This design comes from an exercise in tuning for small area on the open sky130 flow, not from production work.
Only simulation tests tie the RTL to the original design; equivalence was not proved.
Power and IR drop assume default switching activity.

// vg63_loop_law
module vg63_loop_law (
    input  wire        clk,
    input  wire        rst,
    input  wire        cfg_we,
    input  wire [6:0]  cfg_addr,
    input  wire [31:0] cfg_wdata,
    input  wire        in_valid,
    output wire        in_ready,
    input  wire [31:0] in_e,
    input  wire [31:0] in_vn,
    input  wire [31:0] in_an,
    output reg         out_valid,
    output wire [31:0] out_y,
    output wire [31:0] out_ye,
    output reg         out_hi,
    output reg         out_lo,
    output reg         out_frozen
);
Size: about 4900 cells after synthesis, about 2700 flip-flops, about 210 I/O pins, roughly 70000 sq um of cells after synthesis.
==> flow/config.mk <==
export PLATFORM = sky130hd
export DESIGN_NAME = vg63_loop_law
export DESIGN_NICKNAME = vg63_loop_law
export VERILOG_FILES = /design/flow/design.v
export SDC_FILE = /design/flow/constraint.sdc
export NUM_CORES = 8
export LEC_CHECK = 0
export CAP_MARGIN = 20
export CORE_MARGIN = 2
export CORE_UTILIZATION = 65
export CTS_BUF_LIST = sky130_fd_sc_hd__clkbuf_8
export CTS_CLUSTER_DIAMETER = 50
export CTS_CLUSTER_SIZE = 16
export PLACE_DENSITY = 0.72
export SLEW_MARGIN = 20
==> flow/constraint.sdc <==
create_clock -name core_clock -period 18.0 [get_ports {clk}]
set_input_delay 3.6000 -clock core_clock [delete_from_list [all_inputs] [get_ports {clk}]]
set_output_delay 3.6000 -clock core_clock [all_outputs]
set_load 0.01 [all_outputs]
standard.sh (not shown) runs the stock make flow with config.mk's settings and CLKGATE_MAP_FILE= SYNTH_SCRIPT=/design/flow/synth_recipe.tcl, a recipe that flattens the netlist after the stock synthesis.
==> flow/flow/run.sh <==
#!/bin/bash
# The standard layout (standard.sh), with three of its settings changed:
# ports buffered with buf_1, clock tree without dummy loads, and power
# recovery (downsizing of cells that have slack) after global routing.
set -euo pipefail
export BUFFER_PORTS_ARGS="-buffer_cell sky130_fd_sc_hd__buf_1"
export CTS_ARGS="-sink_clustering_enable -repair_clock_nets -sink_clustering_size 16 -sink_clustering_max_diameter 50 -buf_list sky130_fd_sc_hd__clkbuf_8 -dont_use_dummy_load"
export RECOVER_POWER=100
bash standard.sh finish > standard_flow.log 2>&1
The first run produced a layout that fails on capacitance limit, slew limit.
Then changed:
==> flow/flow/run.sh (replaced) <==
#!/bin/bash
# The standard layout (standard.sh), with two of its settings changed:
# ports buffered with buf_1, and a clock tree without dummy loads.
set -euo pipefail
export BUFFER_PORTS_ARGS="-buffer_cell sky130_fd_sc_hd__buf_1"
export CTS_ARGS="-sink_clustering_enable -repair_clock_nets -sink_clustering_size 30 -sink_clustering_max_diameter 70 -buf_list sky130_fd_sc_hd__clkbuf_16 -dont_use_dummy_load"
bash standard.sh finish > standard_flow.log 2>&1
Outcome: Now the flow completed without violations; design area stays flat; global-route usage came out lower by 0.24 points; hold slack gains 0.014 ns.
Then changed:
==> flow/run.sh (new file) <==
#!/bin/bash
# synth_recipe.tcl (not shown) runs the flow's synth.tcl, then flattens the netlist and writes it again
# the make line also repeats each setting of config.mk as NAME=value (left out here)
make -C /OpenROAD-flow-scripts/flow DESIGN_CONFIG=/design/flow/config.mk WORK_HOME=/design/flow/orfs CLKGATE_MAP_FILE= SYNTH_SCRIPT=/design/flow/synth_recipe.tcl finish
removed: flow/flow/run.sh
removed: flow/standard.sh
What happened: Clock skew shrinks by 0.055 ns. Flip-flop and latch count is unchanged. Wire length climbs slightly. Clock power grows by a little under a tenth. Total power came out higher by a few percent. First-iteration DRC count fell by roughly a tenth. Setup slack gets better by 0.062 ns. Non-clock buffer count rose by 5. Design area climbs by a few percent. Hold slack improves by 0.036 ns.
Then changed:
==> flow/flow/run.sh (new file) <==
#!/bin/bash
# The standard layout (standard.sh), with two of its settings changed:
# ports buffered with buf_1, and a clock tree without dummy loads.
set -euo pipefail
export BUFFER_PORTS_ARGS="-buffer_cell sky130_fd_sc_hd__buf_1"
export CTS_ARGS="-sink_clustering_enable -repair_clock_nets -sink_clustering_size 16 -sink_clustering_max_diameter 50 -buf_list sky130_fd_sc_hd__clkbuf_8 -dont_use_dummy_load"
bash standard.sh finish > standard_flow.log 2>&1
==> flow/standard.sh (new file) <==
#!/bin/bash
# synth_recipe.tcl (not shown) runs the flow's synth.tcl, then flattens the netlist and writes it again
# the make line also repeats each setting of config.mk as NAME=value (left out here)
make -C /OpenROAD-flow-scripts/flow DESIGN_CONFIG=/design/flow/config.mk WORK_HOME=/design/flow/orfs CLKGATE_MAP_FILE= SYNTH_SCRIPT=/design/flow/synth_recipe.tcl "${@:-finish}"
removed: flow/run.sh
Clock-buffer cell count decreases by 7. Sequential power is about the same. Maximum frequency is about the same. Flip-flop and latch count is unchanged.

========
Another version of the RTL of vg63_loop_law (not shown whole).
Size in the first run: roughly 4,800 cells after synthesis, about 2,700 flip-flops.
Settings: LEC_CHECK=0, CAP_MARGIN=10, CORE_MARGIN=2, CORE_UTILIZATION=75, CTS_BUF_LIST=sky130_fd_sc_hd__clkbuf_8, CTS_CLUSTER_DIAMETER=50, CTS_CLUSTER_SIZE=16, PLACE_DENSITY=0.82, SLEW_MARGIN=10; clock period 18.0 ns.
==> flow/flow/run.sh <==
#!/bin/bash
# The standard layout (standard.sh), with two of its settings changed:
# ports buffered with buf_1, and a clock tree without dummy loads.
set -euo pipefail
export BUFFER_PORTS_ARGS="-buffer_cell sky130_fd_sc_hd__buf_1"
export CTS_ARGS="-sink_clustering_enable -repair_clock_nets -sink_clustering_size 16 -sink_clustering_max_diameter 50 -buf_list sky130_fd_sc_hd__clkbuf_8 -dont_use_dummy_load"
bash standard.sh finish > standard_flow.log 2>&1
==> next run, changes <==
--- a/flow/config.mk
+++ b/flow/config.mk
@@ -8 +8 @@
-export CAP_MARGIN = 10
+export CAP_MARGIN = 20
@@ -10 +10 @@
-export CORE_UTILIZATION = 75
+export CORE_UTILIZATION = 85
@@ -14,2 +14,2 @@
-export PLACE_DENSITY = 0.82
-export SLEW_MARGIN = 10
+export PLACE_DENSITY = 0.9
+export SLEW_MARGIN = 20
This time the run stopped in 5_1_grt.
Area after synthesis stays the same.
Synthesized cell count is unchanged.
==> next run, changes <==
--- a/flow/flow/run.sh
+++ b/flow/flow/run.sh
@@ -6 +6 @@
-export CTS_ARGS="-sink_clustering_enable -repair_clock_nets -sink_clustering_size 16 -sink_clustering_max_diameter 50 -buf_list sky130_fd_sc_hd__clkbuf_8 -dont_use_dummy_load"
+export CTS_ARGS="-sink_clustering_enable -repair_clock_nets -sink_clustering_size 18 -sink_clustering_max_diameter 45 -buf_list sky130_fd_sc_hd__clkbuf_8 -dont_use_dummy_load"
--- a/flow/config.mk
+++ b/flow/config.mk
@@ -7,0 +8 @@
+export ABC_AREA = 1
@@ -10 +11 @@
-export CORE_UTILIZATION = 85
+export CORE_UTILIZATION = 75
@@ -14 +15 @@
-export PLACE_DENSITY = 0.9
+export PLACE_DENSITY = 0.82
What happened:
- The changed run produced a clean layout
- area after synthesis falls by 0.38%
- synthesized cell count rises by 9.7%
==> next run, changes <==
--- a/flow/flow/run.sh
+++ b/flow/flow/run.sh
@@ -6 +6 @@
-export CTS_ARGS="-sink_clustering_enable -repair_clock_nets -sink_clustering_size 18 -sink_clustering_max_diameter 45 -buf_list sky130_fd_sc_hd__clkbuf_8 -dont_use_dummy_load"
+export CTS_ARGS="-sink_clustering_enable -repair_clock_nets -sink_clustering_size 34 -sink_clustering_max_diameter 55 -buf_list sky130_fd_sc_hd__clkbuf_16 -dont_use_dummy_load"
--- a/flow/config.mk
+++ b/flow/config.mk
@@ -8 +7,0 @@
-export ABC_AREA = 1
Sequential power decreases by about 2%; final area increases by 1.6%; register-to-register slack got worse by 250 ps; worst setup slack got worse by 250 ps; worst hold slack got worse by 4.7 ps; die area increases by 0.37%; wire length decreases by 0.67%; combinational power decreases by 82%; total power decreases by 5.1%; clock skew decreases by 50 ps.
==> next run, changes <==
--- a/flow/flow/run.sh
+++ b/flow/flow/run.sh
@@ -6 +6 @@
-export CTS_ARGS="-sink_clustering_enable -repair_clock_nets -sink_clustering_size 34 -sink_clustering_max_diameter 55 -buf_list sky130_fd_sc_hd__clkbuf_16 -dont_use_dummy_load"
+export CTS_ARGS="-sink_clustering_enable -repair_clock_nets -sink_clustering_size 18 -sink_clustering_max_diameter 45 -buf_list sky130_fd_sc_hd__clkbuf_8 -dont_use_dummy_load"
=> The new run completed with no timing, DRC or antenna violations; power shrinks by about 6%; die area is unchanged; global-route usage goes down by 2.9 points; worst setup slack improves by 42 ps; routed wire length drops by about 8%.
==> next run, changes <==
--- a/flow/flow/run.sh
+++ b/flow/flow/run.sh
@@ -6 +6 @@
-export CTS_ARGS="-sink_clustering_enable -repair_clock_nets -sink_clustering_size 18 -sink_clustering_max_diameter 45 -buf_list sky130_fd_sc_hd__clkbuf_8 -dont_use_dummy_load"
+export CTS_ARGS="-sink_clustering_enable -repair_clock_nets -sink_clustering_size 16 -sink_clustering_max_diameter 50 -buf_list sky130_fd_sc_hd__clkbuf_8 -dont_use_dummy_load"
--- a/flow/config.mk
+++ b/flow/config.mk
@@ -7,0 +8 @@
+export ABC_AREA = 1
The new run completed with no timing, DRC or antenna violations.
Setup slack is better by 170 ps.
Critical path depth grows by 3.
Utilization is about the same.
Sequential share of layout area grows by 0.14 points.
Via count grows by 6.2%.
Combinational power grows to 5.9 times its value.
Routed wire length grows by about 10%.
Final area hardly moves.
Clock-buffer cell count grows by 12.
Power grows by 13%.
First-iteration DRC count grows by 13%.

## port drivers added, routing unchanged
Ports are ideal in the flow. The routed layouts listed here were re-timed in OpenROAD. Step 1: set_driving_cell puts a clkbuf_16 on clk and a buf_2 on each other input, an assumption about the parent block. Step 2 also shifts input and output timing later by t, the mid clock arrival at the registers, as if the neighbouring blocks saw the same clock. Slacks: ideal ports / drivers / drivers and shift; pairs: ideal ports / drivers.
run	shift t [ns]	slack for setup (ns)	worst setup path at the end	slew at the worst register clock pin (ns)	worst slew at a driven data input, ns
the first run of note 1	0.933	1.844 / 1.844 / 1.844	register to register	0.10 / 0.10	0.17
the second run of note 1	0.770	2.692 / 2.692 / 2.692	register to register	0.11 / 0.11	0.17
the third run of note 1	0.974	2.753 / 2.753 / 2.753	register to register	0.10 / 0.10	0.17
the fourth run of note 1	0.938	2.767 / 2.767 / 2.767	register to register	0.10 / 0.10	0.16
the first run of note 2	0.904	2.981 / 2.981 / 2.981	register to register	0.10 / 0.10	0.15
the third run of note 2	0.933	3.196 / 3.196 / 3.196	register to register	0.12 / 0.12	0.14
the fourth run of note 2	0.815	2.943 / 2.943 / 2.943	register to register	0.12 / 0.12	0.15
the fifth run of note 2	0.894	2.985 / 2.985 / 2.985	register to register	0.11 / 0.11	0.15
the sixth run of note 2	0.946	3.153 / 3.153 / 3.153	register to register	0.11 / 0.11	0.13
